What follows belongs to an exercise in optimizing a design on an open flow for small area; a production flow would make more cautious choices. Only simulation tests tie the RTL to the original design; equivalence was not proved. No activity file was given, so power comes from the tool's default toggle rates.

--- design.v ---
module dz_round_sat (
    input  wire [48:0] v,
    input  wire [4:0]  sh,
    input  wire        w16,
    output wire [23:0] y,
    output wire        clamped
);
    wire        sgn = v[48];
    wire [49:0] u0 = {v, 1'b0};
    wire [39:0] u1 = sh[4] ? {{6{sgn}}, u0[49:16]} : u0[39:0];
    wire [31:0] u2 = sh[3] ? u1[39:8]        : u1[31:0];
    wire [27:0] u3 = sh[2] ? u2[31:4]        : u2[27:0];
    wire [25:0] u4 = sh[1] ? u3[27:2]        : u3[25:0];
    wire [24:0] u  = sh[0] ? u4[25:1]        : u4[24:0];
    wire [23:0] q  = u[24:1];
    wire        rb = u[0];
    reg  [31:0] po;
    reg  [63:0] se;
    integer j;
    always @* begin
        po[0] = 1'b0;
        for (j = 1; j < 32; j = j + 1)
            po[j] = po[j-1] | v[j-1];
        for (j = 63; j >= 0; j = j - 1)
            if (j >= 48)
                se[j] = 1'b1;
            else
                se[j] = se[j+1] & (v[j] == sgn);
    end
    wire        sticky = (sh == 5'd0) ? 1'b0 : po[sh - 5'd1];
    wire        inc    = rb & (sticky | q[0]);
    wire [23:0] r      = q + {23'd0, inc};
    wire hs24 = se[{1'b0, sh} + 6'd23];
    wire hs16 = se[{1'b0, sh} + 6'd15];
    wire ovf  = w16 ? (!hs16 || (!sgn && r[15])) : (!hs24 || (!sgn && r[23]));
    wire [23:0] sat24 = sgn ? 24'h800000 : 24'h7fffff;
    wire [23:0] sat16 = sgn ? 24'h008000 : 24'h007fff;
    assign clamped = ovf;
    assign y = !ovf ? r : (w16 ? sat16 : sat24);
endmodule
module dz_add #(
    parameter W  = 8,
    parameter WL = 8
) (
    input  wire [W-1:0] a,
    input  wire [W-1:0] b,
    input  wire         ci,
    output wire [W-1:0] s
);
    wire [WL:0] c;
    assign c[0] = ci;
    genvar i;
    generate
        for (i = 0; i < WL; i = i + 1) begin : lo
            assign s[i]   = a[i] ^ b[i] ^ c[i];
            assign c[i+1] = (a[i] & b[i]) | (c[i] & (a[i] ^ b[i]));
        end
        if (W > WL) begin : hi
            wire [W-WL:0] t = {a[W-1:WL], 1'b1} + {b[W-1:WL], c[WL]};
            assign s[W-1:WL] = t[W-WL:1];
        end
    endgenerate
endmodule
module dz_rca #(
    parameter W = 8
) (
    input  wire [W-1:0] a,
    input  wire [W-1:0] b,
    input  wire         ci,
    output wire [W-1:0] s,
    output wire         co
);
    wire [W:0] c;
    assign c[0] = ci;
    assign co   = c[W];
    genvar i;
    generate
        for (i = 0; i < W; i = i + 1) begin : r
            assign s[i]   = a[i] ^ b[i] ^ c[i];
            assign c[i+1] = (a[i] & b[i]) | (c[i] & (a[i] ^ b[i]));
        end
    endgenerate
endmodule
module dz_coarse_chain (
    input  wire        clk,
    input  wire        rst_n,
    input  wire        start,
    input  wire        stop,
    input  wire [2:0]  cfg_order,
    input  wire [6:0]  cfg_ratio_m1,
    input  wire [4:0]  cfg_taps_m1,
    input  wire [4:0]  cfg_sh_cic,
    input  wire [4:0]  cfg_sh_comp,
    input  wire [4:0]  cfg_sh_fast,
    input  wire        coef_we,
    input  wire [4:0]  coef_addr,
    input  wire [19:0] coef_data,
    input  wire        pdm_valid,
    input  wire        pdm_bit,
    output reg         running,
    output reg         cfg_err,
    output reg         out_valid,
    output wire [23:0] out_main,
    output wire [1:0]  out_main_sat,
    output wire [15:0] out_fast,
    output wire        out_fast_valid,
    output wire        out_fast_sat
);
    integer i;
    wire cfg_ok   = (cfg_order >= 3'd3) && (cfg_order <= 3'd5) && (cfg_ratio_m1 >= 7'd7);
    wire do_start = start && !running;
    wire go       = do_start && cfg_ok;
    wire accept   = pdm_valid && running && !stop;
    always @(posedge clk) begin
        if (!rst_n) begin
            running <= 1'b0;
            cfg_err <= 1'b0;
        end else if (do_start) begin
            running <= cfg_ok;
            cfg_err <= !cfg_ok;
        end else if (stop) begin
            running <= 1'b0;
        end
    end
    reg [4:0] cnt;      
    reg [2:0] ip;       
    always @(posedge clk) begin
        cnt <= cnt + 5'd1;
        if (!rst_n)
            ip <= 3'd0;
        else
            ip <= (ip >= 3'd4) ? 3'd0 : ip + 3'd1;
    end
    reg [6:0] bit_cnt;
    reg       pair_phase;
    reg       pend, pbit, pbnd, pwbnd;
    always @(posedge clk) begin
        if (!rst_n) begin
            bit_cnt    <= 7'd0;
            pair_phase <= 1'b0;
        end else if (go) begin
            bit_cnt    <= 7'd0;
            pair_phase <= 1'b0;
        end else if (accept) begin
            if (bit_cnt == cfg_ratio_m1) begin
                bit_cnt    <= 7'd0;
                pair_phase <= !pair_phase;
            end else begin
                bit_cnt <= bit_cnt + 7'd1;
            end
        end
    end
    reg [94:0]  irl;
    reg [89:0]  irh;
    wire [18:0] irl4 = irl[94:76];
    wire [18:0] irl0 = irl[18:0];
    wire [17:0] irh4 = irh[89:72];
    wire [17:0] irh0 = irh[17:0];
    reg sw, swb, swwb;      
    reg clrp, clr;          
    wire swk1    = (ip == 3'd0) && pend;
    wire swon    = swk1 || sw;
    wire clr_now = ((ip == 3'd0) && clrp) || clr;
    reg  swon_d, swk1_d, pbit_d, clr_d, icy;
    wire [18:0] iopl = !swon ? 19'd0 : (swk1 ? {19{~pbit}} : irl0);
    wire [18:0] isl;
    wire        icol;
    dz_rca #(.W(19)) u_iaddl (.a(clr_now ? 19'd0 : irl4), .b(iopl),
                              .ci(swk1 & pbit), .s(isl), .co(icol));
    wire [17:0] ioph = !swon_d ? 18'd0 : (swk1_d ? {18{~pbit_d}} : irh0);
    wire [17:0] ish;
    wire        icoh;
    dz_rca #(.W(18)) u_iaddh (.a(clr_d ? 18'd0 : irh4), .b(ioph),
                              .ci(icy), .s(ish), .co(icoh));
    always @(posedge clk) begin
        irl    <= {irl[75:0], isl};
        irh    <= {irh[71:0], ish};
        icy    <= icol;
        swon_d <= swon;
        swk1_d <= swk1;
        pbit_d <= pbit;
        clr_d  <= clr_now;
    end
    always @(posedge clk) begin
        if (!rst_n) begin
            pend <= 1'b0;
            sw   <= 1'b0;
            clrp <= 1'b0;
            clr  <= 1'b0;
        end else begin
            if (accept) begin
                pend  <= 1'b1;
                pbit  <= pdm_bit;
                pbnd  <= (bit_cnt == cfg_ratio_m1);
                pwbnd <= (bit_cnt == cfg_ratio_m1) && pair_phase;
            end else if (swk1) begin
                pend <= 1'b0;
            end
            if (swk1) begin
                sw   <= 1'b1;
                swb  <= pbnd;
                swwb <= pwbnd;
            end else if (ip >= 3'd4) begin
                sw <= 1'b0;
            end
            if (go)
                clrp <= 1'b1;
            else if (ip == 3'd0)
                clrp <= 1'b0;
            if ((ip == 3'd0) && clrp)
                clr <= 1'b1;
            else if (ip >= 3'd4)
                clr <= 1'b0;
        end
    end
    reg  [94:0] drl;
    reg  [89:0] drh;
    wire [18:0] drl4 = drl[94:76];
    wire [17:0] drh4 = drh[89:72];
    reg  [18:0] ccl;        
    reg  [17:0] cch;        
    reg  [2:0]  ck;         
    reg         cv;         
    reg         cstep_d, ck1_d, cfin_d, ccy;
    wire        cstep = (ck != 3'd0);
    wire [18:0] cal   = (ck == 3'd1) ? irl0 : ccl;
    wire [18:0] cdl;
    wire        ccol;
    dz_rca #(.W(19)) u_csubl (.a(cal), .b(~drl4), .ci(1'b1), .s(cdl), .co(ccol));
    wire [17:0] cah   = ck1_d ? irh0 : cch;
    wire [17:0] cdh;
    wire        ccoh;
    dz_rca #(.W(18)) u_csubh (.a(cah), .b(~drh4), .ci(ccy), .s(cdh), .co(ccoh));
    wire [36:0] cc    = {cch, ccl};
    always @(posedge clk) begin
        drl <= {drl[75:0], clr_now ? 19'd0 : (cstep ? cal : drl4)};
        drh <= {drh[71:0], clr_d ? 18'd0 : (cstep_d ? cah : drh4)};
        if (cstep)
            ccl <= cdl;
        if (cstep_d)
            cch <= cdh;
        ccy     <= ccol;
        cstep_d <= cstep;
        ck1_d   <= (ck == 3'd1);
    end
    reg  [17:0] fe1, fe2, fraw;
    reg         fp;         
    wire        fast_go = sw && (ip == 3'd2) && swwb;
    wire [17:0] fg  = irl0[17:0];
    wire [17:0] fd1, fd2;
    dz_add #(.W(18), .WL(18)) u_fsub1 (.a(fg), .b(~fe1), .ci(1'b1), .s(fd1));
    dz_add #(.W(18), .WL(18)) u_fsub2 (.a(fd1), .b(~fe2), .ci(1'b1), .s(fd2));
    always @(posedge clk) begin
        if (go) begin
            fe1 <= 18'd0;
            fe2 <= 18'd0;
        end else if (fast_go) begin
            fe1  <= fg;
            fe2  <= fd1;
        end
    end
    reg  [48:0] acc;
    reg  [23:0] xq;         
    reg         xq_v, xq_c, xq_odd;
    reg         xpar;       
    wire use_comp = out_valid;
    wire use_cic  = !out_valid && cv && !xq_v;
    wire use_fast = !out_valid && !use_cic && fp;
    wire [48:0] ru_v  = use_comp ? acc :
                        use_cic  ? {{12{cc[36]}}, cc} :
                                   {{31{fraw[17]}}, fraw};
    wire [4:0]  ru_sh = use_comp ? cfg_sh_comp : (use_cic ? cfg_sh_cic : cfg_sh_fast);
    wire        ru_w16 = !use_comp && !use_cic;
    wire [23:0] ru_y;
    wire        ru_c;
    dz_round_sat u_rs (
        .v       (ru_v),
        .sh      (ru_sh),
        .w16     (ru_w16),
        .y       (ru_y),
        .clamped (ru_c)
    );
    reg        fast_first;
    reg        fast_val_h;
    always @(posedge clk) begin
        if (fast_go)
            fraw <= fd2;
        else if (use_fast)
            fraw <= fast_first ? 18'd0 : {1'b0, ru_c, ru_y[15:0]};
    end
    always @(posedge clk) begin
        if (!rst_n) begin
            ck <= 3'd0;
            cv <= 1'b0;
            cfin_d <= 1'b0;
            fp <= 1'b0;
        end else begin
            if (cstep)
                ck <= (ck == cfg_order) ? 3'd0 : ck + 3'd1;
            else if (sw && swb && (ip == cfg_order - 3'd1))
                ck <= 3'd1;
            cfin_d <= cstep && (ck == cfg_order);
            if (cfin_d)
                cv <= 1'b1;
            else if (use_cic)
                cv <= 1'b0;
            if (fast_go)
                fp <= 1'b1;
            else if (use_fast)
                fp <= 1'b0;
        end
    end
    always @(posedge clk) begin
        if (!rst_n) begin
            fast_first <= 1'b1;
        end else if (go) begin
            fast_first <= 1'b1;
        end else if (use_fast) begin
            fast_first <= 1'b0;
        end
        if (use_fast)
            fast_val_h <= !fast_first;
    end
    reg  [639:0] cwf;
    wire [4:0]   wslot = cnt - coef_addr;
    reg  [639:0] cw_n;
    always @* begin
        for (i = 0; i < 32; i = i + 1)
            cw_n[20*i +: 20] = (coef_we && wslot == i) ?
                               ((i % 2 == 1) ? ~coef_data : coef_data) :
                               ~cwf[20*((i + 31) % 32) +: 20];
    end
    always @(posedge clk)
        cwf <= cw_n;
    reg  [767:0] xrf;
    reg  [23:0]  xe;
    reg          m33;           
    reg          xq_used;       
    reg          busy;          
    reg  [5:0]   pc;            
    wire [23:0]  xr31 = xrf[767:744];
    wire         f0   = (cnt == 5'd0);
    wire         ins_now = f0 && xq_v && (!xq_odd || xq_used) && !busy;
    wire [23:0]  xin  = ins_now ? xq : (m33 ? xe : xr31);
    always @(posedge clk) begin
        xrf <= {xrf[743:0], xin};
        xe  <= xr31;
    end
    wire       mstart = xq_v && xq_odd && !xq_used && !busy;
    wire       mac_on = mstart || busy;
    wire [5:0] pcur   = mstart ? 6'd0 : pc;
    reg       sat_e;
    reg [1:0] pair_sat;
    reg [3:0] nidx;             
    always @(posedge clk) begin
        if (!rst_n) begin
            m33       <= 1'b0;
            busy      <= 1'b0;
            xq_v      <= 1'b0;
            out_valid <= 1'b0;
        end else begin
            if (ins_now)
                m33 <= 1'b1;
            else if (cnt == 5'd31)
                m33 <= 1'b0;
            if (mac_on)
                busy <= (pcur != 6'd63);
            if (use_cic)
                xq_v <= 1'b1;
            else if (ins_now)
                xq_v <= 1'b0;
            out_valid <= mac_on && (pcur == 6'd63);
        end
    end
    always @(posedge clk) begin
        if (mac_on)
            pc <= pcur + 6'd1;
        if (go) begin
            xpar <= 1'b0;
            nidx <= 4'd0;
        end else begin
            if (use_cic)
                xpar <= !xpar;
            if (mac_on && (pcur == 6'd63) && (nidx != 4'd15))
                nidx <= nidx + 4'd1;
        end
        if (use_cic) begin
            xq      <= ru_y;
            xq_c    <= ru_c;
            xq_odd  <= xpar;
            xq_used <= 1'b0;
        end else if (mac_on && (pcur == 6'd63)) begin
            xq_used <= 1'b1;
        end
        if (mstart)
            pair_sat <= {1'b0, sat_e} + {1'b0, xq_c};
        if (ins_now && !xq_odd)
            sat_e <= xq_c;
    end
    wire [19:0] coef_nx = cwf[619:600];           
    wire [4:0]  k2     = cnt + 5'd2;
    reg         kval;
    always @(posedge clk)
        kval <= (k2 <= cfg_taps_m1) && (k2 <= {nidx, 1'b1});
    wire [23:0] xop    = (cnt == 5'd31) ? xq : xin;
    wire        pass2  = pcur[5];
    wire [10:0] bs  = !pass2 ? coef_nx[19:9] : {coef_nx[9:0], 1'b0};
    wire [25:0] xs1 = {{2{xop[23]}}, xop};
    wire [25:0] xs2 = {xop[23], xop, 1'b0};
    wire [25:0] brow [0:4];
    wire [4:0]  bneg;
    genvar m;
    generate
        for (m = 0; m < 5; m = m + 1) begin : bo
            wire one = kval & (bs[2*m+1] ^ bs[2*m]);
            wire two = kval & ((bs[2*m+2] & ~bs[2*m+1] & ~bs[2*m]) |
                               (~bs[2*m+2] & bs[2*m+1] & bs[2*m]));
            wire neg = kval & bs[2*m+2];
            assign bneg[m] = neg;
            assign brow[m] = (({26{one}} & xs1) | ({26{two}} & xs2)) ^ {26{neg}};
        end
    endgenerate
    localparam [48:0] KSX = -(49'd1 << 25) - (49'd1 << 27) - (49'd1 << 29) -
                            (49'd1 << 31) - (49'd1 << 33);
    wire [48:0] nk = KSX | {40'd0, bneg[4], 1'b0, bneg[3], 1'b0, bneg[2], 1'b0,
                            bneg[1], 1'b0, bneg[0]};
    wire [48:0] q0 = {23'd0, ~brow[0][25], brow[0][24:0]};
    wire [48:0] q1 = {21'd0, ~brow[1][25], brow[1][24:0], 2'd0};
    wire [48:0] q2 = {19'd0, ~brow[2][25], brow[2][24:0], 4'd0};
    wire [48:0] q3 = {17'd0, ~brow[3][25], brow[3][24:0], 6'd0};
    wire [48:0] q4 = {15'd0, ~brow[4][25], brow[4][24:0], 8'd0};
    wire [48:0] abase = (pcur[4:0] != 5'd0) ? acc : (pass2 ? {acc[38:0], 10'd0} : 49'd0);
    wire [48:0] s1 = abase ^ q0 ^ q1;
    wire [48:0] c1 = {(abase & q0) | (abase & q1) | (q0 & q1), 1'b0};
    wire [48:0] s2 = q2 ^ q3 ^ q4;
    wire [48:0] c2 = {(q2 & q3) | (q2 & q4) | (q3 & q4), 1'b0};
    wire [48:0] s3 = s1 ^ c1 ^ s2;
    wire [48:0] c3 = {(s1 & c1) | (s1 & s2) | (c1 & s2), 1'b0};
    wire [48:0] s4 = s3 ^ c3 ^ c2;
    wire [48:0] c4 = {(s3 & c3) | (s3 & c2) | (c3 & c2), 1'b0};
    wire [48:0] s5 = s4 ^ c4 ^ nk;
    wire [48:0] c5 = {(s4 & c4) | (s4 & nk) | (c4 & nk), 1'b0};
    wire [48:0] asum;
    dz_add #(.W(49), .WL(12)) u_cpa (.a(s5), .b(c5), .ci(1'b0), .s(asum));
    always @(posedge clk)
        acc <= asum;
    assign out_main       = ru_y;
    assign out_main_sat   = pair_sat + {1'b0, ru_c};
    assign out_fast       = fraw[15:0];
    assign out_fast_valid = fast_val_h;
    assign out_fast_sat   = fraw[16];
endmodule
--- run.sh ---
#!/bin/bash
# synth_recipe.tcl (not shown) runs the flow's synth.tcl, then flattens the netlist and writes it again
# the make line also repeats each setting of config.mk as NAME=value (left out here)
make -C /OpenROAD-flow-scripts/flow DESIGN_CONFIG=/design/flow/config.mk WORK_HOME=/design/flow/orfs CLKGATE_MAP_FILE= SYNTH_SCRIPT=/design/flow/synth_recipe.tcl finish
--- config.mk ---
export PLATFORM = sky130hd
export DESIGN_NAME = dz_coarse_chain
export DESIGN_NICKNAME = dz_coarse_chain
export VERILOG_FILES = /design/flow/design.v
export SDC_FILE = /design/flow/constraint.sdc
export NUM_CORES = 4
export LEC_CHECK = 0
export CAP_MARGIN = 20
export CORE_MARGIN = 2
export CORE_UTILIZATION = 55
export CTS_CLUSTER_DIAMETER = 80
export CTS_CLUSTER_SIZE = 30
export SLEW_MARGIN = 20
--- constraint.sdc ---
create_clock -name core_clock -period 14.0 [get_ports {clk}]
set_input_delay 2.8000 -clock core_clock [delete_from_list [all_inputs] [get_ports {clk}]]
set_output_delay 2.8000 -clock core_clock [all_outputs]
set_load 0.01 [all_outputs]
==> flow_metrics.py, run 1 <==
metrics = {
    "floorplanning": {
        "die_area_sq_mm": 0.130,
        "fp.dieW_microns": 361,
        "rows": 130,
        "die_y_microns": 361,
        "start_util_pct": 55.5,
        "core_region_area_sq_mm": 0.126,
        "ports": 109,
    },
    "hold_path": {
        "hp-class": "register to register",
    },
    "critical_path": {
        "worst-r2r-setup-slack_ns": 2.39,
        "worst_setup_path_end_kind": "output port",
        "worst_ep_required_time_ns": 11.20,
        "startpoint_type": "input pin",
        "crit_fanout": 42,
        "setup.worst_path.class": "input pin to output port",
        "endpoint": "out_main[19]",
        "cp_data_arrival_time_ns": 9.33,
        "timing.rr.end": "acc[47]$_DFF_P_",
        "timing.rr.start": "xq_odd$_DFFE_PN_",
        "worst-r2r-cell-count": 44,
        "crit_start": "cfg_sh_comp[2]",
    },
    "cts": {
        "clockRootBuffer": "sky130_fd_sc_hd__clkbuf_16",
        "cts.htree.levels": 3,
        "cts_made_buffers": 85,
        "cts.repair_timing.setup_buffer_count": 0,
        "cts_resized": 0,
        "cts_hold_bufs": 0,
        "cts_tree": "built",
        "cts.sink_count": 2031,
        "clk_pin_slew_ns": 0.11,
        "clock_insertion_delay_worst_skew_ns": 0.76,
        "maximum_root_to_sink_buffer_count": 3,
    },
    "layout": {
        "util_after_layout_pct": 59.6,
        "num_antenna_cells": 0,
        "nets": 6467,
        "num-fill-cells": 10500,
        "post_route_cells_drive_above_1_share_pct": 5.27,
        "area.growth.synth_to_final_pct": 7.26,
    },
    "yosys": {
        "synth-adder-area-share_pct": 8.49,
        "cell_count_after_synthesis": 6145,
        "sequential_element_share_of_the_synthesized_area_pct": 59.5,
        "async_reset_ff_share_pct": 0,
        "ys_ff_latch": 2031,
        "synth-edff-count": 96,
        "synth_cell_types": 114,
        "largest_family_of_logic_cells_by_synthesized_area": "compound AO/OA/AOI/OAI gates",
        "synth_compound_gate_area_share_pct": 10.1,
        "synth_warnings": 2,
        "dominantRegCellSynth": "sky130_fd_sc_hd__dfxtp_1",
        "postSynthAreaPerCell_sq_um": 11.4,
        "synth-simple-area-share_pct": 8.32,
        "postSynthNetCount": 6553,
        "synth_mux_area_share_pct": 6.33,
        "synthesized_area_sq_mm": 0.0699,
        "xor_xnor_portion_of_the_synthesized_cell_area_pct": 3.03,
    },
    "drt": {
        "via_count": 41500,
        "wl_per_cell_microns": 20.3,
        "drt_drc_violations_left": 0,
        "ant_nets": 0,
        "drt_first_pass_iters": 6,
        "avgViaCountPerCell": 5.36,
        "route.final.wire_length_microns": 157000,
        "detailedRoute.firstIterationViolations": 3188,
    },
    "sta": {
        "fmax_mhz": 82.5,
        "finalWorstPathRequiredPeriod_ns": 12.13,
        "worstMarginPinSlew_ns": 1.16,
        "final.setup.tns_ns": 0,
        "setup_viol_count_final": 0,
        "clock_skew_ns": 0.0914,
        "hold_vio_cnt_final": 0,
        "slew-limit-headroom_pct": 22.3,
        "grt_setup_unrepaired": "false",
        "layout_worst_path_cycle_share_pct": 86.6,
        "slew_viol_final": 0,
    },
    "place": {
        "io_buffers": 108,
        "place.detailed.hpwl_microns": 110000,
        "gp_congestion": 0.888,
    },
    "power": {
        "vdd_ir_drop_max_mv": 0.242,
        "total_power_uw": 17500,
        "comb_power_share_pct": 40.0,
        "total_switching_power_uw": 6250,
        "power.sequential.fraction_pct": 42.9,
        "powerDensity_mw_per_mm2": 233,
        "clock_power_share_pct": 17.1,
        "power.share.switching_pct": 35.7,
        "internal_power_uw": 11200,
        "leakage_uw": 0.0298,
    },
    "flow_run": {
        "drv.max_cap_violation_count": 0,
    },
    "global_route": {
        "first_global_vias": 40000,
        "grt_start_max_net_pins": 61,
        "antenna_violations_before_repair": 5,
        "grt_overflow_total": 0,
        "wire_length_of_the_first_global_routing_pass_microns": 243000,
        "grt_usage_pct": 24.1,
    },
    "outcome": {
        "outcome": "complete, no violations",
    },
}
## layout make-up
type	instances	area (sq um)	area share, %
multi-input cells	3388	25500	34.0
clock inverters	25	428	0.571
well taps	1650	2060	2.75
repair buffers	203	1830	2.45
clock buffers	98	2230	2.97
inverters	350	1310	1.75
flip-flops and latches	2031	41600	55.5
## how the worst min path moves through the flow
stage          cells past startpoint         startpoint               end
5_1_grt                            0    drl[58]$_DFF_P_   drl[77]$_DFF_P_
3_3_place_gp                       0    irh[53]$_DFF_P_   irh[71]$_DFF_P_
3_5_place_dp                       0   xrf[711]$_DFF_P_  xrf[735]$_DFF_P_
2_1_floorplan                      0  drh[0]$_SDFF_PP0_   drh[18]$_DFF_P_
4_1_cts                            0    drl[58]$_DFF_P_   drl[77]$_DFF_P_
6_report                           0    drl[58]$_DFF_P_   drl[77]$_DFF_P_
## placed cells by master, fill, tap and decap left out, types with 93 or more instances in the layout
cell type and instances:
sky130_fd_sc_hd__fa_1 214, sky130_fd_sc_hd__a22oi_1 122, sky130_fd_sc_hd__nand2_1 291, sky130_fd_sc_hd__mux2i_1 404, sky130_fd_sc_hd__clkdlybuf4s50_1 108, sky130_fd_sc_hd__buf_4 93
sky130_fd_sc_hd__inv_1 348, sky130_fd_sc_hd__o21ai_0 96, sky130_fd_sc_hd__dfxtp_1 1933, sky130_fd_sc_hd__edfxtp_1 96, sky130_fd_sc_hd__nor2_1 557, sky130_fd_sc_hd__a21oi_1 510
sky130_fd_sc_hd__ha_1 132, sky130_fd_sc_hd__xor2_1 148
## critical path, stage by stage
cell and delay [ns]:
sky130_fd_sc_hd__clkdlybuf4s50_1 0.76, sky130_fd_sc_hd__and2_1 0.28, sky130_fd_sc_hd__a211o_1 0.68, sky130_fd_sc_hd__buf_4 0.39, sky130_fd_sc_hd__o21a_1 0.20, sky130_fd_sc_hd__nor3_1 0.09
sky130_fd_sc_hd__a2111oi_4 0.59, sky130_fd_sc_hd__o221ai_1 0.34, sky130_fd_sc_hd__a2111oi_2 0.50, sky130_fd_sc_hd__nand4_1 0.21, sky130_fd_sc_hd__xor2_2 0.22, sky130_fd_sc_hd__o2111ai_4 0.21
sky130_fd_sc_hd__buf_4 0.45, sky130_fd_sc_hd__nor2_1 0.20, sky130_fd_sc_hd__a21oi_1 0.69, sky130_fd_sc_hd__clkdlybuf4s50_1 0.68
## state kept, by name, indices dropped and copies added, names as in the netlist, 19 cells and up
name,cells
drl,95
cwf,640
xrf,768
ccl,19
acc,49
xq,24
drh,90
irh,90
xe,24
irl,95
## cells in the mapped netlist, types with 14 or more instances
cell	number	share of area, %
sky130_fd_sc_hd__a211oi_1	67	0.72
sky130_fd_sc_hd__a21o_1	27	0.29
sky130_fd_sc_hd__a21oi_1	510	3.7
sky130_fd_sc_hd__a22oi_1	122	1.3
sky130_fd_sc_hd__a31oi_1	24	0.21
sky130_fd_sc_hd__and2_1	59	0.53
sky130_fd_sc_hd__and3_1	43	0.38
sky130_fd_sc_hd__buf_1	75	0.40
sky130_fd_sc_hd__buf_2	38	0.27
sky130_fd_sc_hd__buf_4	21	0.23
sky130_fd_sc_hd__clkbuf_1	228	1.2
sky130_fd_sc_hd__dfxtp_1	1935	55
sky130_fd_sc_hd__edfxtp_1	96	4.1
sky130_fd_sc_hd__fa_1	214	6.1
sky130_fd_sc_hd__ha_1	132	2.4
sky130_fd_sc_hd__inv_1	348	1.9
sky130_fd_sc_hd__mux2_2	29	0.47
sky130_fd_sc_hd__mux2i_1	404	5.8
sky130_fd_sc_hd__nand2_1	293	1.6
sky130_fd_sc_hd__nand2b_1	43	0.38
sky130_fd_sc_hd__nand3_1	58	0.42
sky130_fd_sc_hd__nand4_1	15	0.13
sky130_fd_sc_hd__nor2_1	574	3.1
sky130_fd_sc_hd__nor2b_1	45	0.40
sky130_fd_sc_hd__nor3_1	34	0.24
sky130_fd_sc_hd__nor4_1	14	0.13
sky130_fd_sc_hd__nor4bb_1	16	0.23
sky130_fd_sc_hd__o211ai_1	22	0.24
sky130_fd_sc_hd__o21a_1	58	0.62
sky130_fd_sc_hd__o21ai_0	96	0.69
sky130_fd_sc_hd__o21ai_1	20	0.14
sky130_fd_sc_hd__xnor2_1	92	1.2
sky130_fd_sc_hd__xor2_1	148	1.9
## metrics by stage
step | hold WS (ns) | cell area [sq um] | std cells | setup WS, ns
finish | 0.284 | 75000 | 7745 | 1.87
CTS | 0.278 | 75000 | 7744 | 1.99
detailed placement | 0.312 | 72300 | 7621 | 1.99
global placement | 0.310 | 72300 | 7620 | 2.06
global route | 0.273 | 75000 | 7745 | 1.50
floorplan | 0.310 | 69900 | 6145 | 3.43
## power groups by stage
stage          Sequential (uW)  Combinational (uW)  Clock, uW
3_3_place_gp              7620                6840          0
2_1_floorplan             7380                5400          0
4_1_cts                   7510                7010       3090
6_report                  7510                7000       2990
3_5_place_dp              7630                6890          0
5_1_grt                   7600                8010       3280
## layer usage
layer  track usage, %  share of wire (%)  up-vias
met5                0                  0        -
met4             6.56                2.8        0
met3             4.22                5.8      205
met2             35.1                 42     1015
met1             36.8                 49    20100
li1                 -                  -    20200
## cell families after synthesis
| kind of cell | count (synthesis) |
|---|---|
| buffers and inverters | 726 |
| adder cells (fa/ha/maj) | 346 |
| AO/OA/AOI/OAI | 1101 |
| XOR/XNOR | 241 |
| AND/OR/NAND/NOR | 1263 |
| flip-flops | 2031 |
| multiplexers | 437 |
==> run 2, diff against run 1 <==
--- a/config.mk
+++ b/config.mk
@@ -8,6 +8,6 @@
 export CAP_MARGIN = 20
 export CORE_MARGIN = 2
-export CORE_UTILIZATION = 55
-export CTS_CLUSTER_DIAMETER = 80
-export CTS_CLUSTER_SIZE = 30
+export CORE_UTILIZATION = 40
+export CTS_CLUSTER_DIAMETER = 100
+export CTS_CLUSTER_SIZE = 24
 export SLEW_MARGIN = 20
==> flow_metrics.py, run 2 <==
metrics = {
    "drt": {
        "drt_drc_violations_left": 0,
        "detailedRoute.firstIterationViolations": 2510,
        "avgViaCountPerCell": 4.95,
        "ant_nets": 0,
        "drt_first_pass_iters": 5,
        "via_count": 41600,
        "route.final.wire_length_microns": 161000,
        "wl_per_cell_microns": 19.1,
    },
    "floorplanning": {
        "ports": 109,
        "fp.dieW_microns": 422,
        "die_area_sq_mm": 0.178,
        "die_y_microns": 422,
        "core_region_area_sq_mm": 0.174,
        "start_util_pct": 40.2,
        "rows": 153,
    },
    "layout": {
        "num_antenna_cells": 0,
        "stdcell_count": 8420,
        "commonest_non_fill_non_tap_cell_in_the_layout": "sky130_fd_sc_hd__dfxtp_1",
        "num-fill-cells": 16300,
        "area.growth.synth_to_final_pct": 8.52,
        "nets": 6472,
        "post_route_cells_drive_above_1_share_pct": 5.27,
        "largest_register": "xrf",
        "largest_register_ffs": 768,
        "layout_common_cells": "1933 x sky130_fd_sc_hd__dfxtp_1, 557 x sky130_fd_sc_hd__nor2_1, 510 x sky130_fd_sc_hd__a21oi_1, 404 x sky130_fd_sc_hd__mux2i_1, 348 x sky130_fd_sc_hd__inv_1",
        "biggestRegsByFlops": "xrf: 768 flops, cwf: 640 flops",
    },
    "flow_run": {
        "drv.max_cap_violation_count": 0,
    },
    "hold_path": {
        "hp-class": "register to register",
        "min_path_cells": 0,
    },
    "critical_path": {
        "worst-r2r-cell-count": 45,
        "worst_ep_required_time_ns": 11.20,
        "startpoint_type": "input pin",
        "critical_path.max_stage_delay_ns": 0.86,
        "worst_setup_path_end_kind": "output port",
        "slowest_stage": "sky130_fd_sc_hd__a211oi_4",
        "cp_data_arrival_time_ns": 9.18,
        "crit_top_cell": "sky130_fd_sc_hd__clkdlybuf4s50_1",
        "ordered_list_of_cells_on_the_worst_path": "clkdlybuf4s50_1 > and2_1 > a211oi_4 > buf_4 > o21ai_0 > a21o_1 > a311oi_1 > mux2i_1 > nor3_1 > and4_4 > a31o_4 > o2111ai_4 > nor2_1 > a21oi_1 > clkdlybuf4s50_1",
        "crit_fanout": 28,
        "setup.worst_path.class": "input pin to output port",
    },
    "yosys": {
        "sequential_element_share_of_the_synthesized_area_pct": 59.5,
        "dominantRegCellSynth": "sky130_fd_sc_hd__dfxtp_1",
        "synth_cell_types": 114,
        "async_reset_ff_share_pct": 0,
        "postSynthAreaPerCell_sq_um": 11.4,
        "post-synth-top-area-fraction_pct": 55.4,
        "yosys-top-cells-count": "1935 x sky130_fd_sc_hd__dfxtp_1, 574 x sky130_fd_sc_hd__nor2_1, 510 x sky130_fd_sc_hd__a21oi_1, 404 x sky130_fd_sc_hd__mux2i_1, 348 x sky130_fd_sc_hd__inv_1",
        "synth_area_leaders": "sky130_fd_sc_hd__dfxtp_1 55%, sky130_fd_sc_hd__fa_1 6.1%, sky130_fd_sc_hd__mux2i_1 5.8%",
        "cell_count_after_synthesis": 6145,
        "postSynthNetCount": 6553,
        "synth-edff-count": 96,
        "synthDominantAreaCellType": "sky130_fd_sc_hd__dfxtp_1",
        "synthesized_area_sq_mm": 0.0699,
        "synth_warnings": 2,
        "ys_ff_latch": 2031,
        "yosys.cell_count.top_type": "sky130_fd_sc_hd__dfxtp_1",
    },
    "sta": {
        "setup_viol_count_final": 0,
        "grt_setup_unrepaired": "false",
        "slew-limit-headroom_pct": 24.2,
        "finalWorstPathRequiredPeriod_ns": 11.98,
        "worstMarginPinSlew_ns": 1.13,
        "final.setup.tns_ns": 0,
        "layout_worst_path_cycle_share_pct": 85.6,
        "hold_vio_cnt_final": 0,
        "slew_viol_final": 0,
        "fmax_mhz": 83.5,
        "clock_skew_ns": 0.0610,
    },
    "cts": {
        "clockRootBuffer": "sky130_fd_sc_hd__clkbuf_16",
        "maximum_root_to_sink_buffer_count": 3,
        "cts.repair_timing.setup_buffer_count": 0,
        "cts_hold_bufs": 0,
        "cts.htree.levels": 3,
        "cts.sink_count": 2031,
        "clock_insertion_delay_worst_skew_ns": 0.77,
        "cts_tree": "built",
        "cts_made_buffers": 97,
        "cts_resized": 0,
        "clk_pin_slew_ns": 0.10,
    },
    "power": {
        "powerDensity_mw_per_mm2": 235,
        "leakage_uw": 0.0298,
        "vdd_ir_drop_max_mv": 0.319,
    },
    "place": {
        "gp_congestion": 0.907,
        "place.detailed.hpwl_microns": 113000,
        "io_buffers": 108,
        "placed_cells": 8289,
    },
    "outcome": {
        "outcome": "complete, no violations",
    },
    "global_route": {
        "wire_length_of_the_first_global_routing_pass_microns": 251000,
        "grt_start_max_net_pins": 63,
        "grt_usage_pct": 17.9,
        "antenna_violations_before_repair": 3,
        "first_global_vias": 41300,
        "grt_overflow_total": 0,
    },
}
-- run 2: cell types whose count changed in the layout (fill, tap and decap cells not counted), sizes merged --
cell,before,now
buf,95,88
clkbuf,98,120
clkinv,14,7
clkinvlp,2,0
inv,359,353
-- run 2: power by group --
group | switching [uW] | internal, uW
clock network | 1750 | 1310
logic | 4130 | 3080
registers | 546 | 7000
total | 6420 | 11400
-- run 2: worst max-delay path, delay by kind of cell --
kind | cells | cell delay [ns]
buffers and inverters | 3 | 1.67
and+or+nand+nor | 4 | 1.63
muxes | 1 | 0.37
AOI/OAI and AO/OA | 7 | 2.68
-- run 2: path summary, 6_finish.rpt --
kind | start | to | slack (ns)
max reg2reg | cnt[1]$_DFF_P_ | acc[47]$_DFF_P_ | 2.20
min reg2reg | xrf[74]$_DFF_P_ | xrf[98]$_DFF_P_ | 0.30
max | cfg_sh_comp[2] | out_main[9] | 2.02
min | xrf[74]$_DFF_P_ | xrf[98]$_DFF_P_ | 0.30
-- run 2: kinds of logic after synthesis --
logic type / Yosys count / share of synthesized area, %
flops: 2031 / 59.5
simple gates: 1263 / 8.32
xor+xnor: 241 / 3.03
compound gates: 1101 / 10.1
buf+inv: 726 / 4.22
fa+ha+maj: 346 / 8.49
mux: 437 / 6.33
-- run 2: area by class of cell --
| cell class | count | area, sq um | share of cell area, % |
|---|---|---|---|
| clock buffers | 120 | 2570 | 3.38 |
| clock inverters | 10 | 178 | 0.234 |
| inverters | 350 | 1310 | 1.73 |
| multi-input cells | 3388 | 25500 | 33.6 |
| flip-flops and latches | 2031 | 41600 | 54.9 |
| well taps | 2325 | 2910 | 3.83 |
| repair buffers | 196 | 1760 | 2.32 |
-- run 2: stage by stage --
| step | total power (uW) | setup slack [ns] | hold WS, ns | util (%) | instance area [sq um] |
|---|---|---|---|---|---|
| finish | 17800 | 2.02 | 0.301 | 43.7 | 75900 |
| global route | 19300 | 1.44 | 0.291 | 43.7 | 75900 |
| CTS | 17900 | 2.11 | 0.294 | 43.6 | 75800 |
| detailed placement | 14700 | 2.10 | 0.312 | 42.0 | 73100 |
| global placement | 14700 | 2.22 | 0.310 | 42.0 | 73100 |
| floorplan | 12800 | 3.43 | 0.310 | - | 69900 |
-- run 2: layer usage --
metal	up-vias	global-route usage, %	wire, microns
met5	-	0	0
met4	0	6.85	6210
met2	852	29.1	74000
li1	20200	-	-
met1	20300	24.2	73900
met3	231	2.58	6900
==> run 3, diff against run 2 <==
==> config.mk (replaced) <==
export PLATFORM = sky130hd
export DESIGN_NAME = dz_coarse_chain
export DESIGN_NICKNAME = dz_coarse_chain
export VERILOG_FILES = /design/flow/design.v
export SDC_FILE = /design/flow/constraint.sdc
export NUM_CORES = 4
export LEC_CHECK = 0
export CAP_MARGIN = 10
export CORE_MARGIN = 2
export CORE_UTILIZATION = 55
export CTS_CLUSTER_DIAMETER = 60
export CTS_CLUSTER_SIZE = 36
export SLEW_MARGIN = 10
==> flow_metrics.py, run 3 <==
metrics = {
    "global_route": {
        "wire_length_of_the_first_global_routing_pass_microns": 246000,
        "antenna_violations_before_repair": 3,
        "first_global_vias": 40700,
        "grt_start_max_net_pins": 61,
        "grt_overflow_total": 0,
        "grt_usage_pct": 24.3,
    },
    "power": {
        "powerDensity_mw_per_mm2": 240,
        "leakage_uw": 0.0304,
        "vdd_ir_drop_max_mv": 0.293,
    },
    "cts": {
        "cts_tree": "built",
        "clk_pin_slew_ns": 0.11,
        "cts.htree.levels": 3,
        "clock_insertion_delay_worst_skew_ns": 0.77,
        "maximum_root_to_sink_buffer_count": 3,
        "cts.repair_timing.setup_buffer_count": 0,
        "cts_hold_bufs": 0,
        "cts_made_buffers": 110,
        "clockRootBuffer": "sky130_fd_sc_hd__clkbuf_16",
        "cts_resized": 0,
        "cts.sink_count": 2031,
    },
    "outcome": {
        "outcome": "complete, no violations",
    },
    "yosys": {
        "synth_mux_area_share_pct": 6.33,
        "ys_ff_latch": 2031,
        "synthDominantAreaCellType": "sky130_fd_sc_hd__dfxtp_1",
        "synth_cell_types": 114,
        "synth_warnings": 2,
        "yosys-top-cells-count": "1935 x sky130_fd_sc_hd__dfxtp_1, 574 x sky130_fd_sc_hd__nor2_1, 510 x sky130_fd_sc_hd__a21oi_1, 404 x sky130_fd_sc_hd__mux2i_1, 348 x sky130_fd_sc_hd__inv_1",
        "synth_area_leaders": "sky130_fd_sc_hd__dfxtp_1 55%, sky130_fd_sc_hd__fa_1 6.1%, sky130_fd_sc_hd__mux2i_1 5.8%",
        "synth_compound_gate_area_share_pct": 10.1,
        "cell_count_after_synthesis": 6145,
        "async_reset_ff_share_pct": 0,
        "synth-edff-count": 96,
        "yosys.cell_count.top_type": "sky130_fd_sc_hd__dfxtp_1",
        "postSynthAreaPerCell_sq_um": 11.4,
        "xor_xnor_portion_of_the_synthesized_cell_area_pct": 3.03,
        "largest_family_of_logic_cells_by_synthesized_area": "compound AO/OA/AOI/OAI gates",
        "synth-adder-area-share_pct": 8.49,
        "synth-simple-area-share_pct": 8.32,
        "dominantRegCellSynth": "sky130_fd_sc_hd__dfxtp_1",
        "post-synth-top-area-fraction_pct": 55.4,
        "synthesized_area_sq_mm": 0.0699,
        "postSynthNetCount": 6553,
        "sequential_element_share_of_the_synthesized_area_pct": 59.5,
    },
    "floorplanning": {
        "fp.dieW_microns": 361,
        "ports": 109,
        "rows": 130,
        "die_y_microns": 361,
        "start_util_pct": 55.5,
        "core_region_area_sq_mm": 0.126,
        "die_area_sq_mm": 0.130,
    },
    "sta": {
        "slew-limit-headroom_pct": 19.0,
        "setup_viol_count_final": 0,
        "grt_setup_unrepaired": "false",
        "hold_ws_ns": 0.300,
        "final.setup.tns_ns": 0,
        "clock_skew_ns": 0.0628,
        "slew_viol_final": 0,
        "fmax_mhz": 82.6,
        "layout_worst_path_cycle_share_pct": 86.5,
        "worstMarginPinSlew_ns": 1.21,
        "finalWorstPathRequiredPeriod_ns": 12.11,
        "hold_vio_cnt_final": 0,
    },
    "drt": {
        "drt_drc_violations_left": 0,
        "avgViaCountPerCell": 5.36,
        "detailedRoute.firstIterationViolations": 3106,
        "ant_nets": 0,
        "route.final.wire_length_microns": 158000,
        "drt_first_pass_iters": 7,
        "wl_per_cell_microns": 20.2,
        "via_count": 41900,
    },
    "layout": {
        "biggestRegsByFlops": "xrf: 768 flops, cwf: 640 flops",
        "area.growth.synth_to_final_pct": 9.25,
        "post_route_cells_drive_above_1_share_pct": 6.54,
        "commonest_non_fill_non_tap_cell_in_the_layout": "sky130_fd_sc_hd__dfxtp_1",
        "nets": 6490,
        "largest_register_ffs": 768,
        "util_after_layout_pct": 60.7,
        "num-fill-cells": 10300,
        "largest_register": "xrf",
        "layout_common_cells": "1933 x sky130_fd_sc_hd__dfxtp_1, 557 x sky130_fd_sc_hd__nor2_1, 510 x sky130_fd_sc_hd__a21oi_1, 404 x sky130_fd_sc_hd__mux2i_1, 348 x sky130_fd_sc_hd__inv_1",
    },
    "critical_path": {
        "startpoint_type": "input pin",
        "slowest_stage": "sky130_fd_sc_hd__clkdlybuf4s50_1",
        "cp_data_arrival_time_ns": 9.31,
        "worst_ep_required_time_ns": 11.20,
        "worst_setup_path_end_kind": "output port",
        "ordered_list_of_cells_on_the_worst_path": "clkdlybuf4s50_1 > and2_1 > a211o_1 > buf_4 > o21a_1 > nor3_1 > a2111oi_4 > o221ai_1 > a2111oi_2 > nand4_1 > xor2_2 > o2111ai_4 > buf_4 > nor2_1 > a21oi_1 > clkdlybuf4s50_1",
        "critical_path.max_stage_delay_ns": 0.77,
        "setup.worst_path.class": "input pin to output port",
        "crit_fanout": 42,
    },
    "place": {
        "place.detailed.hpwl_microns": 110000,
        "io_buffers": 108,
        "gp_congestion": 0.888,
    },
    "flow_run": {
        "drv.max_cap_violation_count": 0,
    },
    "hold_path": {
        "hp-class": "register to register",
    },
}
run 3: cell counts after synthesis:
No cell type changed its count.
run 3: per-stage QoR:
step / std cells / worst slack (ns) / total power [uW] / area [sq um]
global route: 7825 / 1.59 / 19800 / 76400
CTS: 7825 / 2.00 / 18400 / 76400
floorplan: 6145 / 3.43 / 12800 / 69900
global placement: 7620 / 2.06 / 14500 / 72300
finish: 7826 / 1.89 / 18300 / 76400
detailed placement: 7620 / 1.99 / 14500 / 72300
run 3: power breakdown:
part           switching (uW)  internal [uW]
clock network            2130           1670
logic                    3960           3050
registers                 505           7000
total                    6600          11700
run 3: cell families after synthesis:
logic type,count (synthesis)
flip-flops,2031
AND/OR/NAND/NOR,1263
AO/OA/AOI/OAI,1101
buffers and inverters,726
multiplexers,437
adder cells (fa/ha/maj),346
XOR/XNOR,241
run 3: worst max-delay path, delay by kind of cell:
kind | cells | cell delay (ns)
compound gates | 7 | 3.17
xor+xnor | 1 | 0.22
buf+inv | 4 | 2.28
simple gates | 4 | 0.79
run 3: worst paths after layout:
kind / slack, ns / startpoint / to / cells past startpoint
worst max register to register: 2.49 / xq_odd$_DFFE_PN_ / acc[47]$_DFF_P_ / 44
worst min register to register: 0.30 / xrf[230]$_DFF_P_ / xrf[254]$_DFF_P_ / 0
worst min-delay path: 0.30 / xrf[230]$_DFF_P_ / xrf[254]$_DFF_P_ / 0
worst max-delay path: 1.89 / cfg_sh_comp[2] / out_main[19] / 16
run 3: per-layer routing:
layer	up-vias	GRT usage (%)	wire length, microns
li1	20400	-	-
met5	-	0	0
met3	243	4.52	9380
met1	20300	36.9	78400
met4	0	6.57	4300
met2	1026	35.4	66300
run 3: cell type report:
type | count | area [sq um] | area share, %
diodes | 1 | 2.50 | 0.00328
clock buffers | 118 | 2840 | 3.71
inverters | 350 | 1310 | 1.72
well taps | 1650 | 2060 | 2.70
clock inverters | 87 | 1270 | 1.66
flip-flops and latches | 2031 | 41600 | 54.5
repair buffers | 201 | 1780 | 2.33
multi-input cells | 3388 | 25500 | 33.4
==> run 4, diff against run 3 <==
==> flow/run.sh (new file) <==
#!/bin/bash
set -euo pipefail
cd "$(dirname "$0")/.."
export BUFFER_PORTS_ARGS="-buffer_cell sky130_fd_sc_hd__buf_1"
bash standard.sh > standard_flow.log 2>&1
==> standard.sh (new file) <==
#!/bin/bash
# synth_recipe.tcl (not shown) runs the flow's synth.tcl, then flattens the netlist and writes it again
# the make line also repeats each setting of config.mk as NAME=value (left out here)
make -C /OpenROAD-flow-scripts/flow DESIGN_CONFIG=/design/flow/config.mk WORK_HOME=/design/flow/orfs CLKGATE_MAP_FILE= SYNTH_SCRIPT=/design/flow/synth_recipe.tcl "${@:-finish}"
--- a/config.mk
+++ b/config.mk
@@ -6,8 +6,8 @@
 export NUM_CORES = 4
 export LEC_CHECK = 0
-export CAP_MARGIN = 10
+export CAP_MARGIN = 20
 export CORE_MARGIN = 2
 export CORE_UTILIZATION = 55
-export CTS_CLUSTER_DIAMETER = 60
-export CTS_CLUSTER_SIZE = 36
-export SLEW_MARGIN = 10
+export CTS_CLUSTER_DIAMETER = 80
+export CTS_CLUSTER_SIZE = 30
+export SLEW_MARGIN = 20
removed: run.sh
==> flow_metrics.py, run 4 <==
metrics = {
    "layout": {
        "largest_register_ffs": 768,
        "commonest_non_fill_non_tap_cell_in_the_layout": "sky130_fd_sc_hd__dfxtp_1",
        "stdcell_area_sq_mm": 0.0743,
        "area.growth.synth_to_final_pct": 6.22,
        "nets": 6457,
        "post_route_cells_drive_above_1_share_pct": 5.32,
        "layout_common_cells": "1933 x sky130_fd_sc_hd__dfxtp_1, 557 x sky130_fd_sc_hd__nor2_1, 510 x sky130_fd_sc_hd__a21oi_1, 404 x sky130_fd_sc_hd__mux2i_1, 348 x sky130_fd_sc_hd__inv_1",
        "biggestRegsByFlops": "xrf: 768 flops, cwf: 640 flops",
        "largest_register": "xrf",
    },
    "sta": {
        "grt_setup_unrepaired": "false",
        "fmax_mhz": 88.7,
        "clock_skew_ns": 0.0572,
        "setup_viol_count_final": 0,
        "hold_vio_cnt_final": 0,
        "layout_worst_path_cycle_share_pct": 80.5,
        "hold_ws_ns": 0.315,
        "final.setup.tns_ns": 0,
        "slew-limit-headroom_pct": 13.7,
        "finalWorstPathRequiredPeriod_ns": 11.27,
        "slew_viol_final": 0,
        "worstMarginPinSlew_ns": 1.26,
    },
    "place": {
        "place.detailed.hpwl_microns": 108000,
        "place_area_sq_mm": 0.0715,
        "io_buffers": 108,
        "gp_congestion": 0.911,
    },
    "power": {
        "power.share.switching_pct": 35.8,
        "comb_power_share_pct": 39.9,
        "total_switching_power_uw": 6260,
        "leakage_uw": 0.0295,
        "internal_power_uw": 11200,
        "clock_power_share_pct": 17.2,
        "vdd_ir_drop_max_mv": 0.277,
        "power.sequential.fraction_pct": 42.9,
        "powerDensity_mw_per_mm2": 235,
    },
    "critical_path": {
        "timing.rr.end": "acc[47]$_DFF_P_",
        "slowest_stage": "sky130_fd_sc_hd__a21boi_2",
        "cp_data_arrival_time_ns": 11.85,
        "startpoint_type": "register",
        "crit_top_cell": "sky130_fd_sc_hd__fa_1",
        "worst_ep_required_time_ns": 14.58,
        "crit_fanout": 56,
        "worst-r2r-cell-count": 44,
        "critical_path.max_stage_delay_ns": 0.81,
        "timing.rr.start": "xq_odd$_DFFE_PN_",
        "endpoint": "acc[47]$_DFF_P_",
        "worst-r2r-setup-slack_ns": 2.73,
        "setup.worst_path.class": "register to register",
        "worst_setup_path_end_kind": "register",
        "crit_start": "xq_odd$_DFFE_PN_",
    },
    "floorplanning": {
        "start_util_pct": 55.5,
        "die_area_sq_mm": 0.130,
        "core_region_area_sq_mm": 0.126,
        "fp.dieW_microns": 361,
        "rows": 130,
        "ports": 109,
        "die_y_microns": 361,
    },
    "drt": {
        "route.final.wire_length_microns": 155000,
        "wl_per_cell_microns": 20.1,
        "drt_first_pass_iters": 6,
        "via_count": 41400,
        "avgViaCountPerCell": 5.35,
        "drt_drc_violations_left": 0,
        "ant_nets": 0,
        "detailedRoute.firstIterationViolations": 3070,
    },
    "cts": {
        "clk_pin_slew_ns": 0.10,
        "cts.htree.levels": 3,
        "cts.sink_count": 2031,
        "cts_hold_bufs": 0,
        "clock_insertion_delay_worst_skew_ns": 0.74,
        "cts_made_buffers": 86,
        "cts.repair_timing.setup_buffer_count": 0,
        "clockRootBuffer": "sky130_fd_sc_hd__clkbuf_16",
        "cts_tree": "built",
        "maximum_root_to_sink_buffer_count": 3,
        "cts_resized": 0,
    },
    "yosys": {
        "synth-edff-count": 96,
        "yosys.cell_count.top_type": "sky130_fd_sc_hd__dfxtp_1",
        "synthesized_area_sq_mm": 0.0699,
        "sequential_element_share_of_the_synthesized_area_pct": 59.5,
        "synth_area_leaders": "sky130_fd_sc_hd__dfxtp_1 55%, sky130_fd_sc_hd__fa_1 6.1%, sky130_fd_sc_hd__mux2i_1 5.8%",
        "post-synth-top-area-fraction_pct": 55.4,
        "synth_warnings": 2,
        "cell_count_after_synthesis": 6145,
        "postSynthNetCount": 6553,
        "ys_ff_latch": 2031,
        "async_reset_ff_share_pct": 0,
        "postSynthAreaPerCell_sq_um": 11.4,
        "synthDominantAreaCellType": "sky130_fd_sc_hd__dfxtp_1",
        "dominantRegCellSynth": "sky130_fd_sc_hd__dfxtp_1",
        "synth_cell_types": 114,
        "yosys-top-cells-count": "1935 x sky130_fd_sc_hd__dfxtp_1, 574 x sky130_fd_sc_hd__nor2_1, 510 x sky130_fd_sc_hd__a21oi_1, 404 x sky130_fd_sc_hd__mux2i_1, 348 x sky130_fd_sc_hd__inv_1",
    },
    "global_route": {
        "wire_length_of_the_first_global_routing_pass_microns": 242000,
        "first_global_vias": 40200,
        "grt_usage_pct": 23.9,
        "antenna_violations_before_repair": 2,
        "grt_overflow_total": 0,
        "grt_start_max_net_pins": 70,
    },
    "hold_path": {
        "min-delay-start": "irh[43]$_DFF_P_",
        "hp-class": "register to register",
    },
    "outcome": {
        "outcome": "complete, no violations",
    },
    "flow_run": {
        "drv.max_cap_violation_count": 0,
    },
}
## run 4: cell count changes in the layout (fill, tap and decap cells not counted), moves of 4 or more
cell,change
sky130_fd_sc_hd__buf_1,+97
sky130_fd_sc_hd__buf_4,-11
sky130_fd_sc_hd__clkbuf_16,-23
sky130_fd_sc_hd__clkbuf_2,+11
sky130_fd_sc_hd__clkdlybuf4s50_1,-108
sky130_fd_sc_hd__clkinv_16,-4
sky130_fd_sc_hd__clkinv_2,-5
sky130_fd_sc_hd__clkinv_8,-15
sky130_fd_sc_hd__inv_12,-10
sky130_fd_sc_hd__inv_6,-7
sky130_fd_sc_hd__inv_8,-8
## run 4: logic make-up after synthesis
group	Yosys count	share of synthesized area [%]
DFF	2031	59.5
and+or+nand+nor	1263	8.32
AOI/OAI and AO/OA	1101	10.1
buffers and inverters	726	4.22
muxes	437	6.33
adders and majority gates	346	8.49
xor gates and xnor gates	241	3.03
## run 4: metal layers
metal,up-vias,track usage (%),wire [microns]
li1,20200,-,-
met1,19900,36.2,76500
met2,1018,34.9,64900
met3,188,5.22,10800
met4,2,5.10,3170
met5,-,0,13
## run 4: critical path: cells and delay by family (launching register included)
kind	cells	cell delay [ns]
xor+xnor	2	0.34
buf+inv	9	1.02
fa+ha+maj	15	5.11
compound gates	13	3.46
flops	1	0.39
simple gates	5	0.76
## run 4: power by group through the flow
stage	sequential, uW	combinational (uW)	clock [uW]
6_report	7500	6970	3010
5_1_grt	7600	8040	3310
4_1_cts	7510	6970	3120
3_5_place_dp	7630	6850	0
3_3_place_gp	7620	6820	0
2_1_floorplan	7380	5400	0
## run 4: how the worst min path moves through the flow
stage	slack, ns	end	depth (start not counted)
after floorplan	0.31	drh[18]$_DFF_P_	0
after global placement	0.31	irh[41]$_DFF_P_	0
after detailed placement	0.31	drl[86]$_DFF_P_	0
after CTS	0.31	drh[83]$_DFF_P_	0
after global routing	0.31	drh[83]$_DFF_P_	0
final	0.31	irh[61]$_DFF_P_	0
## run 4: area by class of cell
cell class,instances,area [sq um]
multi-input combinational,3388,25500
fill,10700,51600
clock inverter,27,428
timing repair buffer,192,1080
inverter,350,1310
clock buffer,97,2270
tap,1650,2060
sequential,2031,41600
antenna,1,2.50
## run 4: per-stage QoR
step | util [%] | total power, uW | setup slack (ns) | instances
finish | 59.0 | 17500 | 2.73 | 7736
global route | 59.0 | 18900 | 1.68 | 7735
CTS | 59.0 | 17600 | 2.71 | 7734
detailed placement | 56.8 | 14500 | 2.74 | 7610
global placement | 56.8 | 14400 | 2.88 | 7609
floorplan | - | 12800 | 3.43 | 6145
==> run 5, diff against run 4 <==
--- a/design.v
+++ b/design.v
@@ -421,8 +421,9 @@
         end
     endgenerate
-    localparam [48:0] KSX = -(49'd1 << 25) - (49'd1 << 27) - (49'd1 << 29) -
-                            (49'd1 << 31) - (49'd1 << 33);
-    wire [48:0] nk = KSX | {40'd0, bneg[4], 1'b0, bneg[3], 1'b0, bneg[2], 1'b0,
-                            bneg[1], 1'b0, bneg[0]};
+    localparam [48:0] KSX  = (49'd1 << 25) + (49'd1 << 27) + (49'd1 << 29) +
+                             (49'd1 << 31) + (49'd1 << 33);
+    localparam [48:0] AINI = -((KSX << 5) + (KSX >> 5));
+    wire [48:0] nk = {40'd0, bneg[4], 1'b0, bneg[3], 1'b0, bneg[2], 1'b0,
+                      bneg[1], 1'b0, bneg[0]};
     wire [48:0] q0 = {23'd0, ~brow[0][25], brow[0][24:0]};
     wire [48:0] q1 = {21'd0, ~brow[1][25], brow[1][24:0], 2'd0};
@@ -430,5 +431,5 @@
     wire [48:0] q3 = {17'd0, ~brow[3][25], brow[3][24:0], 6'd0};
     wire [48:0] q4 = {15'd0, ~brow[4][25], brow[4][24:0], 8'd0};
-    wire [48:0] abase = (pcur[4:0] != 5'd0) ? acc : (pass2 ? {acc[38:0], 10'd0} : 49'd0);
+    wire [48:0] abase = (pcur[4:0] != 5'd0) ? acc : (pass2 ? {acc[38:0], 10'd0} : AINI);
     wire [48:0] s1 = abase ^ q0 ^ q1;
     wire [48:0] c1 = {(abase & q0) | (abase & q1) | (q0 & q1), 1'b0};
--- a/config.mk
+++ b/config.mk
@@ -10,4 +10,4 @@
 export CORE_UTILIZATION = 55
 export CTS_CLUSTER_DIAMETER = 80
-export CTS_CLUSTER_SIZE = 30
+export CTS_CLUSTER_SIZE = 32
 export SLEW_MARGIN = 20
==> flow_metrics.py, run 5 <==
metrics = {
    "outcome": {
        "outcome": "complete, no violations",
    },
    "critical_path": {
        "timing.rr.start": "cnt[1]$_DFF_P_",
        "cp_data_arrival_time_ns": 8.93,
        "setup.worst_path.class": "input pin to output port",
        "worst_setup_path_end_kind": "output port",
        "timing.rr.end": "acc[47]$_DFF_P_",
        "crit_start": "cfg_sh_comp[2]",
        "crit_fanout": 55,
        "worst_ep_required_time_ns": 11.20,
        "startpoint_type": "input pin",
        "worst-r2r-setup-slack_ns": 2.57,
        "worst-r2r-cell-count": 43,
    },
    "sta": {
        "finalWorstPathRequiredPeriod_ns": 11.73,
        "layout_worst_path_cycle_share_pct": 83.8,
        "fmax_mhz": 85.3,
        "grt_setup_unrepaired": "false",
        "setup_viol_count_final": 0,
        "clock_skew_ns": 0.0642,
        "final.setup.tns_ns": 0,
        "hold_vio_cnt_final": 0,
        "slew_viol_final": 0,
        "slew-limit-headroom_pct": 27.2,
        "worstMarginPinSlew_ns": 1.08,
    },
    "hold_path": {
        "hold-path-endpoint": "xrf[217]$_DFF_P_",
        "min_path_cells": 0,
        "min-delay-start": "xrf[193]$_DFF_P_",
        "hp-class": "register to register",
    },
    "yosys": {
        "synthesized_area_sq_mm": 0.0694,
        "yosys-top-cells-count": "1935 x sky130_fd_sc_hd__dfxtp_1, 560 x sky130_fd_sc_hd__nor2_1, 485 x sky130_fd_sc_hd__a21oi_1, 407 x sky130_fd_sc_hd__mux2i_1, 324 x sky130_fd_sc_hd__inv_1",
        "yosys.cell_count.top_type": "sky130_fd_sc_hd__dfxtp_1",
        "postSynthAreaPerCell_sq_um": 11.4,
        "synth_warnings": 2,
        "synthDominantAreaCellType": "sky130_fd_sc_hd__dfxtp_1",
        "synth_cell_types": 96,
        "synth-edff-count": 96,
        "postSynthNetCount": 6504,
        "dominantRegCellSynth": "sky130_fd_sc_hd__dfxtp_1",
        "sequential_element_share_of_the_synthesized_area_pct": 59.9,
        "async_reset_ff_share_pct": 0,
        "ys_ff_latch": 2031,
        "cell_count_after_synthesis": 6108,
        "synth_area_leaders": "sky130_fd_sc_hd__dfxtp_1 56%, sky130_fd_sc_hd__fa_1 6.2%, sky130_fd_sc_hd__mux2i_1 5.9%",
        "post-synth-top-area-fraction_pct": 55.8,
    },
    "layout": {
        "biggestRegsByFlops": "xrf: 768 flops, cwf: 640 flops",
        "largest_register_ffs": 768,
        "layout_common_cells": "1932 x sky130_fd_sc_hd__dfxtp_1, 543 x sky130_fd_sc_hd__nor2_1, 485 x sky130_fd_sc_hd__a21oi_1, 407 x sky130_fd_sc_hd__mux2i_1, 323 x sky130_fd_sc_hd__inv_1",
        "stdcell_count": 7711,
        "num-fill-cells": 10400,
        "area_of_the_multi_input_gates_sq_mm": 0.0252,
        "area.growth.synth_to_final_pct": 6.70,
        "commonest_non_fill_non_tap_cell_in_the_layout": "sky130_fd_sc_hd__dfxtp_1",
        "post_route_cells_drive_above_1_share_pct": 5.43,
        "seqCellArea_sq_mm": 0.0416,
        "largest_register": "xrf",
        "nets": 6416,
    },
    "global_route": {
        "wire_length_of_the_first_global_routing_pass_microns": 249000,
        "first_global_vias": 40700,
        "grt_start_max_net_pins": 63,
        "grt_usage_pct": 24.8,
        "grt_overflow_total": 0,
        "antenna_violations_before_repair": 3,
    },
    "power": {
        "powerDensity_mw_per_mm2": 226,
        "leakage_uw": 0.0291,
        "total_power_uw": 16700,
        "vdd_ir_drop_max_mv": 0.261,
    },
    "cts": {
        "cts_tree": "built",
        "cts.repair_timing.setup_buffer_count": 0,
        "cts_made_buffers": 84,
        "cts_resized": 0,
        "clk_pin_slew_ns": 0.11,
        "clock_insertion_delay_worst_skew_ns": 0.75,
        "cts.htree.levels": 3,
        "cts.sink_count": 2031,
        "maximum_root_to_sink_buffer_count": 3,
        "clockRootBuffer": "sky130_fd_sc_hd__clkbuf_16",
        "cts_hold_bufs": 0,
    },
    "place": {
        "gp_congestion": 0.958,
        "placed_cells": 7584,
        "io_buffers": 108,
        "place.detailed.hpwl_microns": 112000,
    },
    "drt": {
        "drt_drc_violations_left": 0,
        "via_count": 41900,
        "ant_nets": 0,
        "detailedRoute.firstIterationViolations": 3541,
        "wl_per_cell_microns": 20.8,
        "route.final.wire_length_microns": 160000,
        "drt_first_pass_iters": 9,
        "avgViaCountPerCell": 5.43,
    },
    "floorplanning": {
        "ports": 109,
        "rows": 130,
        "die_area_sq_mm": 0.129,
        "core_region_area_sq_mm": 0.125,
        "start_util_pct": 55.4,
        "fp.dieW_microns": 359,
        "die_y_microns": 359,
    },
    "flow_run": {
        "drv.max_cap_violation_count": 0,
    },
}
-- run 5: how the worst max path moves through the flow --
stage                      end  slack, ns  depth (start not counted)
6_report          out_main[10]       2.27                         20
5_1_grt        acc[47]$_DFF_P_       1.63                         43
4_1_cts           out_main[10]       2.50                         20
3_5_place_dp      out_main[10]       2.51                         20
3_3_place_gp      out_main[10]       2.56                         20
2_1_floorplan  acc[47]$_DFF_P_       4.07                         44
-- run 5: report_power, final --
group / switching (uW) / internal (uW) / total [uW]
clock: 1830 / 1200 / 3030
combinational: 3520 / 2700 / 6210
sequential: 489 / 6980 / 7470
total: 5830 / 10900 / 16700
-- run 5: stage by stage --
stage                     utilization [%]  hold WS, ns  instance area (sq um)  worst slack [ns]
after floorplan                         -        0.310                  69400              4.07
after global placement               56.9        0.309                  71300              2.56
after detailed placement             56.9        0.312                  71300              2.51
after CTS                            59.1        0.298                  74100              2.50
after global routing                 59.1        0.307                  74100              1.63
final                                59.1        0.302                  74100              2.27
-- run 5: layer usage --
metal / part of all wire, % / wire, microns / vias to the layer above / global-route usage [%]
met1: 46 / 74000 / 20300 / 35.1
met4: 3.4 / 5460 / 0 / 8.20
met2: 45 / 72800 / 1162 / 39.5
met3: 5.0 / 7970 / 274 / 3.14
li1: - / - / 20200 / -
met5: 0 / 0 / - / 0
-- run 5: logic make-up (layout without fill, tap and decap cells) --
logic type               count (synthesis)  count (layout)  share of synthesized area [%]
AO/OA/AOI/OAI                         1111            1111                           10.1
XOR/XNOR                               234             234                           2.95
adder cells (fa/ha/maj)                334             334                           8.33
buffers and inverters                  711             662                           4.05
flip-flops                            2031            2031                           59.9
multiplexers                           443             443                           6.47
other                                    0               2                              0
AND/OR/NAND/NOR                       1244            1244                           8.13
-- run 5: cell type report --
class | count | area share, %
Timing Repair Buffer | 210 | 1.58
Tap cell | 1650 | 2.79
Antenna cell | 2 | 0.00675
Multi-Input combinational cell | 3366 | 34.0
Clock buffer | 92 | 2.88
Clock inverter | 33 | 0.868
Sequential cell | 2031 | 56.2
Inverter | 327 | 1.66
-- run 5: critical path, cell delays in order --
cell	delay [ns]
sky130_fd_sc_hd__buf_1	0.62
sky130_fd_sc_hd__nand2_1	0.23
sky130_fd_sc_hd__o311ai_4	0.13
sky130_fd_sc_hd__buf_4	0.58
sky130_fd_sc_hd__o21ai_2	0.20
sky130_fd_sc_hd__and3_1	0.23
sky130_fd_sc_hd__o32a_1	0.34
sky130_fd_sc_hd__o221ai_1	0.55
sky130_fd_sc_hd__nand2_1	0.10
sky130_fd_sc_hd__a21oi_1	0.15
sky130_fd_sc_hd__ha_1	0.16
sky130_fd_sc_hd__inv_1	0.08
sky130_fd_sc_hd__a2111oi_4	0.25
sky130_fd_sc_hd__o2111ai_2	0.31
sky130_fd_sc_hd__or3_1	0.50
sky130_fd_sc_hd__or3_1	0.34
sky130_fd_sc_hd__a21oi_1	0.19
sky130_fd_sc_hd__o211ai_1	0.11
sky130_fd_sc_hd__a21oi_1	0.79
sky130_fd_sc_hd__buf_1	0.23

-- re-timing with driven ports --
The results above use ideal ports. As a check the final layouts listed here were re-extracted and re-timed, cells and wires unchanged. Step 1 assumes that a clkbuf_16 drives the clock port and a buf_2 every other input. Step 2 adds t to the input delays and takes it off the output delays; t is the mean of the earliest and latest rising clock arrival at the registers after step 1. Input paths then give back, and output paths get back, about the clock's delay inside the block. Three values: no drivers, after step 1, after step 2; two values: the first two.
| run | shift t [ns] | slack for setup (ns) | worst setup path after step 2 |
|---|---|---|---|
| run 1 | 0.798 | 1.874 / 1.822 / 1.822 | input to output |
| run 2 | 0.820 | 2.021 / 2.000 / 2.000 | input to output |
| run 3 | 0.823 | 1.893 / 1.837 / 1.837 | input to output |
| run 4 | 0.786 | 2.731 / 2.731 / 2.731 | register to register |
| run 5 | 0.800 | 2.273 / 2.246 / 2.246 | input to output |
After both steps every run listed still meets setup and hold. The setup slack of run 3, which loses most, moves by -0.056 ns with the drivers and by -0.056 ns with both steps.
